This design comes from an exercise in tuning for small area, a short achievable clock period and few clock cycles per item on the open sky130 flow, not from production work.
Only simulation tests tie the RTL to the original design; equivalence was not proved.
Power is estimated from default activity; no workload was simulated.

==> flow/run.sh <==
#!/bin/bash
# synth_recipe.tcl (not shown) runs the flow's synth.tcl, then flattens the netlist and writes it again
# the make line also repeats each setting of config.mk as NAME=value (left out here)
make -C /OpenROAD-flow-scripts/flow DESIGN_CONFIG=/design/flow/config.mk WORK_HOME=/design/flow/orfs CLKGATE_MAP_FILE= SYNTH_SCRIPT=/design/flow/synth_recipe.tcl finish
==> flow/config.mk <==
export PLATFORM = sky130hd
export DESIGN_NAME = fold_compressor
export DESIGN_NICKNAME = fold_compressor
export VERILOG_FILES = /design/flow/design.v
export SDC_FILE = /design/flow/constraint.sdc
export NUM_CORES = 4
export LEC_CHECK = 0
export CAP_MARGIN = 20
export CORE_MARGIN = 2
export CORE_UTILIZATION = 30
export SLEW_MARGIN = 20
export SYNTH_MEMORY_MAX_BITS = 8192
==> flow/constraint.sdc <==
create_clock -name core_clock -period 12.0 [get_ports {clk}]
set_input_delay 2.4000 -clock core_clock [delete_from_list [all_inputs] [get_ports {clk}]]
set_output_delay 2.4000 -clock core_clock [all_outputs]
set_load 0.01 [all_outputs]
==> flow/design.v <==
module fold_compressor (
    input  wire        clk,
    input  wire        rst,
    input  wire        in_valid,
    output wire        in_ready,
    input  wire [63:0] in_data,
    input  wire        in_compress,
    output wire        out_valid,
    input  wire        out_ready,
    output wire [63:0] out_data,
    output wire        out_last
);
    localparam integer N = 65;           
    localparam [2:0] F_ZERO = 3'd0, F_SP8 = 3'd1, F_SP16 = 3'd2,
                     F_SP32 = 3'd3, F_RAW = 3'd4;
    function [9:0] add10;
        input [9:0] a, b;
        reg   [9:0] g, p, gg, pp, c;
        integer j, d;
        begin
            g = a & b;
            p = a ^ b;
            gg = g;
            pp = p;
            for (d = 1; d < 10; d = d * 2)
                for (j = 9; j >= d; j = j - 1) begin
                    gg[j] = gg[j] | (pp[j] & gg[j-d]);
                    pp[j] = pp[j] & pp[j-d];
                end
            c = {gg[8:0], 1'b0};
            add10 = p ^ c;
        end
    endfunction
    function [2:0] ones7;
        input [6:0] x;
        reg   [1:0] a, b;
        reg         s0, c0, s1, c1, s2, c2;
        begin
            s0 = x[0] ^ x[1] ^ x[2];  c0 = (x[0] & x[1]) | (x[2] & (x[0] ^ x[1]));
            s1 = x[3] ^ x[4] ^ x[5];  c1 = (x[3] & x[4]) | (x[5] & (x[3] ^ x[4]));
            s2 = s0 ^ s1 ^ x[6];      c2 = (s0 & s1) | (x[6] & (s0 ^ s1));
            ones7 = {(c0 & c1) | (c2 & (c0 ^ c1)), c0 ^ c1 ^ c2, s2};
        end
    endfunction
    reg rst_r;
    always @(posedge clk) rst_r <= rst;
    wire rst_h = rst | rst_r;
    reg  [64*N-1:0] ch_d;
    reg  [N-1:0]    ch_v;
    reg  [6:0]      ch_cnt;              
    reg             in_rdy;
    wire            consume;             
    assign in_ready = in_rdy;
    wire in_fire = in_valid && in_rdy && !rst;
    localparam integer NG = (N + 7) / 8;
    wire [N-1:0]  allv;
    wire [NG:0]   grp_all;               
    genvar g;
    generate
        for (g = 0; g <= NG; g = g + 1) begin : g_grp
            if (g == 0) begin : g_top
                assign grp_all[g] = 1'b1;
            end else begin : g_rest
                localparam integer HI = N-1-8*(g-1);
                localparam integer LO = (HI - 7 < 0) ? 0 : HI - 7;
                assign grp_all[g] = grp_all[g-1] & (&ch_v[HI:LO]);
            end
        end
        for (g = 0; g < N; g = g + 1) begin : g_allv
            localparam integer GI  = (N-1-g) / 8;
            localparam integer TOP = N-1-8*GI;
            assign allv[g] = grp_all[GI] & (&ch_v[TOP:g]);
        end
    endgenerate
    wire [N-1:0] en = {N{consume}} | ~allv;
    wire [64*N-1:0] ch_up = {ch_d[64*(N-1)-1:0], in_data};    
    wire [N-1:0]    cv_up = {ch_v[N-2:0], in_fire};
    always @(posedge clk) begin : p_chain
        integer s;
        for (s = 0; s < N; s = s + 1)
            if (en[s])
                ch_d[64*s +: 64] <= ch_up[64*s +: 64];
    end
    wire [6:0] cnt_keep = ch_cnt - {6'd0, consume};
    wire [6:0] cnt_inc  = ch_cnt + {6'd0, !consume};
    always @(posedge clk) begin : p_valid
        integer s;
        if (rst_r) begin
            ch_v   <= {N{1'b0}};
            ch_cnt <= 7'd0;
        end else begin
            for (s = 0; s < N; s = s + 1)
                if (en[s])
                    ch_v[s] <= cv_up[s];
            ch_cnt <= in_fire ? cnt_inc : cnt_keep;
        end
        if (rst)
            in_rdy <= 1'b0;
        else if (rst_r)
            in_rdy <= 1'b1;
        else
            in_rdy <= in_fire ? (cnt_inc != N) : (cnt_keep != N);
    end
    reg [8*N-1:0] nzb;
    always @(*) begin : p_nzb
        integer s, b;
        for (s = 0; s < N; s = s + 1)
            for (b = 0; b < 8; b = b + 1)
                nzb[8*s+b] = |ch_d[64*s + 8*b +: 8];
    end
    reg        new_v;                    
    reg        new_first, new_last, new_comp;
    reg [7:0]  fl8;
    reg [5:0]  wbeat;                    
    reg [9:0]  n8;
    reg [8:0]  n16;
    reg [7:0]  n32;
    reg        comp_blk;
    reg        dec_go;                   
    wire [3:0] f16 = {fl8[7] | fl8[6], fl8[5] | fl8[4], fl8[3] | fl8[2], fl8[1] | fl8[0]};
    wire [1:0] f32 = {f16[3] | f16[2], f16[1] | f16[0]};
    wire [2:0] c8lo = ones7(fl8[6:0]);
    wire [3:0] c8   = {c8lo == 3'd7 && fl8[7], 3'd0} | {1'b0, c8lo + {2'd0, fl8[7]}};
    wire [2:0] c16  = ones7({3'd0, f16});
    wire [1:0] c32  = {f32[1] & f32[0], f32[1] ^ f32[0]};
    wire [9:0] n8_sum  = add10(new_first ? 10'd0 : n8,  {6'd0, c8});
    wire [9:0] n16_sum = add10(new_first ? 10'd0 : {1'b0, n16}, {7'd0, c16});
    wire [9:0] n32_sum = add10(new_first ? 10'd0 : {2'd0, n32}, {8'd0, c32});
    always @(posedge clk) begin : p_count
        integer b;
        for (b = 0; b < 8; b = b + 1)
            fl8[b] <= |in_data[8*b +: 8];
        new_first <= (wbeat == 6'd0);
        new_last  <= (wbeat == 6'd63);
        new_comp  <= in_compress;
        if (rst_h) begin
            new_v  <= 1'b0;
            dec_go <= 1'b0;
        end else begin
            new_v  <= in_fire;
            dec_go <= new_v && new_last;
        end
        if (rst_r)
            wbeat <= 6'd0;
        else if (in_fire)
            wbeat <= wbeat + 6'd1;
        if (new_v) begin
            n8  <= n8_sum;
            n16 <= n16_sum[8:0];
            n32 <= n32_sum[7:0];
            if (new_first)
                comp_blk <= new_comp;
        end
    end
    wire [9:0] s8w  = add10({6'd0, n8[9:6]}, {9'd0, |n8[5:0]} + 10'd1);        
    wire [9:0] y16  = add10({1'b0, n16}, 10'd16);                            
    wire [9:0] s16w = add10({5'd0, y16[9:5]}, {9'd0, |y16[4:0]});
    wire [9:0] y32  = add10({2'd0, n32}, 10'd4);                             
    wire [9:0] s32w = add10({4'd0, y32[9:4]}, {9'd0, |y32[3:0]});
    wire [3:0] s8 = s8w[3:0], s16 = s16w[3:0], s32 = s32w[3:0];
    reg [2:0] best_f;
    reg [3:0] best_s;
    always @(*) begin
        best_f = F_SP8;
        best_s = s8;
        if (s16 < best_s) begin best_f = F_SP16; best_s = s16; end
        if (s32 < best_s) begin best_f = F_SP32; best_s = s32; end
        if (n8 == 10'd0) begin
            best_f = F_ZERO; best_s = 4'd0;
        end else if (!comp_blk || best_s > 4'd7) begin
            best_f = F_RAW;  best_s = 4'd8;
        end
    end
    reg       pend_v;                    
    reg [2:0] pend_f;
    reg [3:0] pend_s;
    reg        ob0_v, ob1_v;
    reg [63:0] ob0_d, ob1_d;
    reg        ob0_l, ob1_l;
    assign out_valid = ob0_v;
    assign out_data  = ob0_d;
    assign out_last  = ob0_l;
    wire        push_ok = !ob1_v;
    reg         push;
    reg  [63:0] push_d;
    reg         push_l;
    wire        ob0_free = !ob0_v || out_ready;
    always @(posedge clk) begin
        if (rst_h) begin
            ob0_v <= 1'b0;
            ob1_v <= 1'b0;
        end else begin
            if (ob0_free) begin
                ob0_v <= ob1_v || push;
                ob1_v <= 1'b0;
            end else begin
                ob1_v <= ob1_v || push;
            end
        end
        if (ob0_free) begin
            ob0_d <= ob1_v ? ob1_d : push_d;
            ob0_l <= ob1_v ? ob1_l : push_l;
        end
        if (!ob1_v) begin
            ob1_d <= push_d;
            ob1_l <= push_l;
        end
    end
    reg         st_idle, st_bmap, st_data, st_disc;
    reg         cf_sp8, cf_sp16, cf_sp32, cf_raw;    
    reg  [3:0]  cur_s;
    reg  [2:0]  bw;                      
    reg         bw_last;                 
    reg  [6:0]  rcnt;                    
    reg         rc_ne64;                 
    reg  [6:0]  dcnt;                    
    reg         dc_full;                 
    reg         p_v;                     
    reg  [63:0] p_d;
    reg  [3:0]  p_cnt;
    reg [127:0] queue;                   
    reg  [4:0]  q;
    wire top_full = &ch_v[N-1 -: 64];
    wire head_v   = ch_v[N-1];
    reg [511:0] bm8w;                    
    reg [255:0] bm16w;
    reg [127:0] bm32w;
    reg [63:0]  bm_beat;
    always @(*) begin : p_bmap
        integer m, e;
        for (m = 0; m < 64; m = m + 1)
            bm8w[8*m +: 8] = nzb[8*(N-1-m) +: 8];
        for (m = 0; m < 64; m = m + 1)
            for (e = 0; e < 4; e = e + 1)
                bm16w[4*m+e] = nzb[8*(N-1-m)+2*e] | nzb[8*(N-1-m)+2*e+1];
        for (m = 0; m < 64; m = m + 1)
            for (e = 0; e < 2; e = e + 1)
                bm32w[2*m+e] = |nzb[8*(N-1-m)+4*e +: 4];
        bm_beat = ({64{cf_sp8}}  & bm8w[64*bw +: 64]) |
                  ({64{cf_sp16}} & bm16w[64*bw[1:0] +: 64]) |
                  ({64{cf_sp32}} & bm32w[64*bw[0] +: 64]);
    end
    wire [63:0] hd  = ch_d[64*(N-1) +: 64];
    wire [7:0]  hf  = nzb[8*(N-1) +: 8];
    wire [7:0]  sel = ({8{cf_sp8}}  & hf) |
                      ({8{cf_sp16}} & {{2{hf[7] | hf[6]}}, {2{hf[5] | hf[4]}},
                                       {2{hf[3] | hf[2]}}, {2{hf[1] | hf[0]}}}) |
                      ({8{cf_sp32}} & {{4{|hf[7:4]}}, {4{|hf[3:0]}}}) |
                      {8{cf_raw}};
    reg  [23:0] pos;                     
    reg  [63:0] pk_d;
    wire [2:0]  pk_lo  = ones7(sel[6:0]);
    wire [3:0]  pk_cnt = {pk_lo == 3'd7 && sel[7], 3'd0} | {1'b0, pk_lo + {2'd0, sel[7]}};
    always @(*) begin : p_pack
        integer b, o;
        pos[2:0] = 3'd0;
        for (b = 1; b < 8; b = b + 1)
            pos[3*b +: 3] = ones7(sel[6:0] & ((7'd1 << b) - 7'd1));
        pk_d = 64'd0;
        for (o = 0; o < 8; o = o + 1)
            for (b = o; b < 8; b = b + 1)
                pk_d[8*o +: 8] = pk_d[8*o +: 8] |
                                 ({8{sel[b] && pos[3*b +: 3] == o}} & hd[8*b +: 8]);
    end
    wire        q_lt8  = !q[4] && !q[3];
    wire        ins    = st_data && p_v && q_lt8;
    wire [127:0] comb  = queue | (ins ? ({64'd0, p_d} << {q[2:0], 3'b000}) : 128'd0);
    wire [4:0]  tot    = q + (ins ? {1'b0, p_cnt} : 5'd0);
    wire        flush  = st_data && !rc_ne64 && (!p_v || ins);   
    wire        push_q = st_data && push_ok &&
                         (!q_lt8 || tot[3] || (flush && !dc_full));
    wire        data_end = flush && (dc_full || (push_q && push_l));
    wire        hdr_go = st_idle && top_full && push_ok && (pend_v || dec_go);
    wire        bm_end = st_bmap && bw_last && push_ok;
    assign consume = head_v && ((st_data && rc_ne64 && (!p_v || q_lt8)) ||
                                bm_end || (st_disc && rc_ne64));
    wire [2:0]  hdr_f  = pend_v ? pend_f : best_f;
    wire [3:0]  hdr_s  = pend_v ? pend_s : best_s;
    wire [6:0]  s_beats = {cur_s, 3'b000};
    always @(*) begin
        push   = 1'b0;
        push_d = q_lt8 ? comb[63:0] : queue[63:0];
        push_l = (dcnt == s_beats - 7'd1);
        if (st_idle) begin
            push   = hdr_go;
            push_d = {57'd0, hdr_s, hdr_f};
            push_l = (hdr_f == F_ZERO);
        end else if (st_bmap) begin
            push   = push_ok;
            push_d = bm_beat;
        end else begin
            push   = push_q;
        end
    end
    wire [6:0] rcnt_n = rcnt + 7'd1;
    wire [6:0] dcnt_n = dcnt + 7'd1;
    always @(posedge clk) begin
        if (rst_r) begin
            pend_v  <= 1'b0;
            st_idle <= 1'b1;
            st_bmap <= 1'b0;
            st_data <= 1'b0;
            st_disc <= 1'b0;
            p_v     <= 1'b0;
            q       <= 5'd0;
            queue   <= 128'd0;
        end else begin
            pend_v <= (pend_v || dec_go) && !hdr_go;
            if (dec_go) begin
                pend_f <= best_f;
                pend_s <= best_s;
            end
            if (consume && !st_disc)
                p_v <= 1'b1;
            else if (ins)
                p_v <= 1'b0;
            if (push_q) begin
                queue <= q_lt8 ? {64'd0, comb[127:64]} : {64'd0, queue[127:64]};
                q     <= q_lt8 ? (tot[3] ? tot - 5'd8 : 5'd0) : q - 5'd8;
            end else if (ins) begin
                queue <= comb;
                q     <= tot;
            end
            if (hdr_go) begin
                st_idle <= 1'b0;
                st_bmap <= (hdr_f == F_SP8) || (hdr_f == F_SP16) || (hdr_f == F_SP32);
                st_data <= (hdr_f == F_RAW);
                st_disc <= (hdr_f == F_ZERO);
            end
            if (bm_end) begin
                st_bmap <= 1'b0;
                st_data <= 1'b1;
            end
            if (data_end || (st_disc && !rc_ne64)) begin
                st_data <= 1'b0;
                st_disc <= 1'b0;
                st_idle <= 1'b1;
            end
        end
        if (consume && !st_disc) begin
            p_d   <= pk_d;
            p_cnt <= pk_cnt;
        end
        if (hdr_go) begin
            cf_sp8  <= (hdr_f == F_SP8);
            cf_sp16 <= (hdr_f == F_SP16);
            cf_sp32 <= (hdr_f == F_SP32);
            cf_raw  <= (hdr_f == F_RAW);
            cur_s   <= hdr_s;
            rcnt    <= 7'd0;
            rc_ne64 <= 1'b1;
            dcnt    <= 7'd0;
            dc_full <= (hdr_s == 4'd0);
            bw      <= 3'd0;
            bw_last <= 1'b0;
        end else begin
            if (consume) begin
                rcnt    <= rcnt_n;
                rc_ne64 <= (rcnt_n != 7'd64);
            end
            if (push) begin
                dcnt    <= dcnt_n;
                dc_full <= (dcnt_n == s_beats);
            end
            if (st_bmap && push_ok) begin
                bw      <= bw + 3'd1;
                bw_last <= (bw + 3'd1 == (cf_sp8 ? 3'd7 : cf_sp16 ? 3'd3 : 3'd1));
            end
        end
    end
endmodule
==> results.py <==
metrics = {
    "timing": {
        "slew_headroom_pct": 14.22,
        "fmax_mhz": 175.4,
        "period_share_pct": 47.52,
        "finalSetupViolations": 0,
        "hold_viol": 0,
        "drv_slew": 0,
        "tightest_slew_ns": 1.287,
        "fin_skew_ns": 0.05312,
        "tns_ns": 0,
        "period_minus_slack_ns": 5.702,
        "rsz0062_at_grt": "false",
        "setup_slack_ns": 6.298,
    },
    "worst_setup_path": {
        "reg2reg_to": "p_d[10]",
        "cp_cell_sequence": "nor4_1 -> nand4_1 -> or2_4 -> a221o_1 -> inv_2 -> fa_1 -> fa_1 -> inv_1 -> fa_1 -> or2_2 -> nor2_1 -> a221oi_1 -> nand3_1",
        "end_kind": "flop",
        "startpoint": "ch_d[4141]",
        "worst_setup_path_start_kind": "flop",
        "cp-endpoint": "p_d[10]",
        "rrSetupSlack_ns": 6.30,
        "required_ns": 12.80,
        "slowest_stage": "nor4_1",
        "worst_ep_arrival_time_ns": 6.50,
        "cpPeakStageDelay_ns": 0.66,
        "path_common_cell": "fa_1",
        "timing.critical_path.fanout_max": 10,
        "r2r_start": "ch_d[4141]",
        "reg2reg_depth": 13,
        "worstSetupPathType": "reg -> reg",
    },
    "cts": {
        "cts_made_buffers": 438,
        "cts_sinks": 4647,
        "post_cts_buffers": 0,
        "htreeDepth": 5,
        "ctsHoldBuffers": 0,
        "cts.repair.resized": 0,
        "cts_tree": "yes",
        "clockRootBuffer": "clkbuf_16",
        "clock_latency_ns": 1.00,
        "path_clk_slew_ns": 0.06,
        "cts.path.max_buffers": 4,
    },
    "logic_synthesis": {
        "synth.distinct_cells": 101,
        "synth_warnings": 1,
        "synthArstFlopShare_pct": 0,
        "synth_flop_cell": "edfxtp_1",
        "netlist_instances": 9429,
        "synth_sequential_area_ratio_pct": 82.33,
        "synth_area_um2": 165700,
        "ys_ff_latch": 4647,
        "synth_edf_count": 4337,
        "synth.net_count": 9573,
        "synth_area_per_cell_um2": 17.58,
    },
    "detailed_routing": {
        "first_pass_iters": 7,
        "viasPerCell": 5.191,
        "via_count": 90830,
        "wl_um": 457200,
        "drc_errors": 0,
        "routedWlPerCell_um": 26.13,
        "ant_nets": 0,
        "drt-initial-drc-count": 12980,
    },
    "floorplan": {
        "coreArea_um2": 549600,
        "initial_core_util_pct": 30.15,
        "ios": 136,
        "die_h_um": 747.3,
        "rows": 272,
        "dieArea_um2": 558400,
        "die-width_um": 747.3,
    },
    "worst_hold_path": {
        "holdCritStartpoint": "ch_d[1358]",
        "hold_class": "reg -> reg",
    },
    "finish": {
        "utilization_pct": 34.66,
        "finalInstanceArea_um2": 190500,
        "nets": 10000,
        "layout-drive-gt1-share_pct": 9.678,
        "syn2layout_area_growth_pct": 14.94,
    },
    "run_status": {
        "status": "finished clean",
    },
    "place": {
        "gp_congestion": 1.019,
        "dpl.hpwl_um": 348900,
        "portBuffers": 135,
        "pre_cts_slack_ns": 6.167,
        "dpl_cell_area_um2": 176700,
    },
    "power_and_ir_drop": {
        "leakage_nw": 65.70,
        "vdd_drop_max_uv": 142.2,
        "power.total_mw": 32.77,
        "p_per_area_nw_per_um2": 172.0,
    },
    "global_routing": {
        "first_global_vias": 88290,
        "grt_pass1_wl_um": 628100,
        "grt_antenna_before_repair": 55,
        "grt_max_degree": 155,
        "grt_use_total_pct": 15.64,
        "grt_overflow_total": 0,
    },
    "run": {
        "cap_violations": 0,
    },
}
==> layer usage <==
| layer | vias up | track usage, % | part of all wire (%) | wire, um |
|---|---|---|---|---|
| met5 | - | 0 | 0.053 | 241 |
| met4 | 20 | 6.930 | 5.1 | 23090 |
| met3 | 898 | 4.596 | 11 | 50630 |
| met2 | 4344 | 25.34 | 46 | 212100 |
| met1 | 46200 | 19.41 | 37 | 171100 |
| li1 | 39370 | - | - | - |
==> per-stage QoR <==
stage | hold WS (ns) | cells
CTS | 0.4165 | 17480
global route | 0.4252 | 17490
floorplan | 0.3855 | 9429
detailed placement | 0.4045 | 16680
global placement | 0.4016 | 16670
finish | 0.4148 | 17500
==> critical path: cells and delay by family, from the launching register on <==
kind / cells / cell delay [ns]
flip-flops: 1 / 0.56
buffers and inverters: 2 / 0.30
AO/OA/AOI/OAI: 2 / 0.70
AND/OR/NAND/NOR: 6 / 2.59
adder cells (fa/ha/maj): 3 / 1.37
==> cell families after synthesis <==
| group | count (synthesis) | synth area share [%] |
|---|---|---|
| compound gates | 1132 | 4.773 |
| xor+xnor | 69 | 0.3647 |
| fa+ha+maj | 76 | 0.6493 |
| buf+inv | 415 | 0.9694 |
| flops | 4647 | 82.33 |
| mux | 177 | 1.409 |
| simple gates | 2913 | 9.507 |
==> report_power, final <==
group | leakage, nW | total (mW) | switching (mW) | internal (mW)
clock | 6.71 | 13.3 | 5.92 | 7.41
sequential | 50.0 | 18.5 | 0.312 | 18.2
combinational | 9.02 | 0.925 | 0.692 | 0.233
total | 65.7 | 32.8 | 6.92 | 25.8
==> placed cells by master (no fill, tap or decap), types with 32 or more instances in the layout <==
cell and count:
inv_1 95, nand4_1 174, a211oi_1 93, edfxtp_1 4337
a21oi_1 232, o211ai_1 79, clkbuf_1 105, a31oi_1 38
clkinv_2 71, nand2_1 402, and2_1 32, nor3_1 179
xnor2_1 32, nor2b_1 42, nor2_1 473, a221oi_1 48
buf_4 143, dfxtp_1 302, and3_1 42, clkinv_1 106
a21o_1 44, xor2_1 37, nor4_1 870, ha_1 58
nand3_1 348, a22o_1 52, clkbuf_16 443, mux2_2 50
or4_1 185, o21ai_0 226, mux2i_1 87, mux4_2 40
clkdlybuf4s50_1 135
==> state kept, by name (all words and copies together) (netlist names), 4 cells and up <==
signal,count
rcnt,7
fl8,8
ob1_d,64
p_cnt,4
n16,9
pend_s,4
n8,10
p_d,64
ob0_d,64
n32,8
wbeat,6
ch_d,4160
cur_s,4
q,5
dcnt,7
ch_v,65
ch_cnt,7
queue,120
==> synth_stat cells, drive strengths merged, types with 12 or more instances <==
master,number,share of area [%]
a211o,15,0.079
a211oi,96,0.44
a21o,44,0.20
a21oi,236,0.72
a221o,25,0.15
a221oi,49,0.27
a222oi,26,0.16
a22o,52,0.27
a22oi,16,0.072
a311oi,20,0.11
a31oi,39,0.15
a32oi,14,0.074
and2,35,0.14
and3,42,0.16
and4,17,0.090
buf,91,0.23
clkbuf,206,0.47
dfxtp,310,3.7
edfxtp,4337,79
fa,17,0.21
ha,58,0.44
inv,115,0.26
mux2,50,0.34
mux2i,87,0.53
mux4,40,0.54
nand2,428,0.97
nand2b,16,0.060
nand3,364,1.1
nand4,177,0.69
nor2,477,1.1
nor2b,43,0.16
nor3,181,0.55
nor4,891,3.4
o211ai,79,0.36
o21a,21,0.095
o21ai,233,0.71
o221ai,17,0.090
o311ai,26,0.14
o31ai,16,0.072
or2,12,0.047
or3,18,0.071
or4,186,0.84
xnor2,32,0.17
xor2,37,0.20
==> worst min-delay path by stage <==
stage                 end  slack [ns]  cells after the start
6_report       ch_d[1422]        0.41                      0
5_1_grt          ch_d[87]        0.43                      0
4_1_cts        ch_d[3230]        0.42                      0
3_5_place_dp    ch_d[103]        0.40                      0
3_3_place_gp     ch_d[76]        0.40                      0
2_1_floorplan    comp_blk        0.39                      0
==> final cells by class <==
class	instances	area, um^2
Timing Repair Buffer	284	2519
Sequential cell	4647	136500
Clock buffer	558	11600
Antenna cell	17	42.54
Inverter	118	457.9
Fill cell	51380	359100
Clock inverter	245	2153
Tap cell	7261	9085
Multi-Input combinational cell	4367	28160
Testbench counts, summed over its fixed seeds: cycles 28,076, items 384.

==> static timing again, ports no longer ideal <==
The results above use ideal ports. As a check the final layout listed here was re-extracted and re-timed, cells and wires unchanged. Step 1 sets driving cells, clkbuf_16 on the clock port and buf_2 on the other inputs (assumed; they add their load-dependent delay and slew). Step 2 also shifts input and output timing later by t, the mid clock arrival at the registers, as if the neighbouring blocks saw the same clock. Slacks: no drivers / after step 1 / after step 2; pairs: no drivers / after step 1.
shift t [ns]: 1.066
slack for setup (ns): 6.298 / 6.298 / 6.115
worst hold slack (ns): 0.415 / 0.415 / 0.415
worst data-port slew with drivers (ns): 0.19
After both steps setup and hold are still met in this run. The setup slack of this run moves by 0.000 ns with the drivers and by -0.183 ns with both steps.
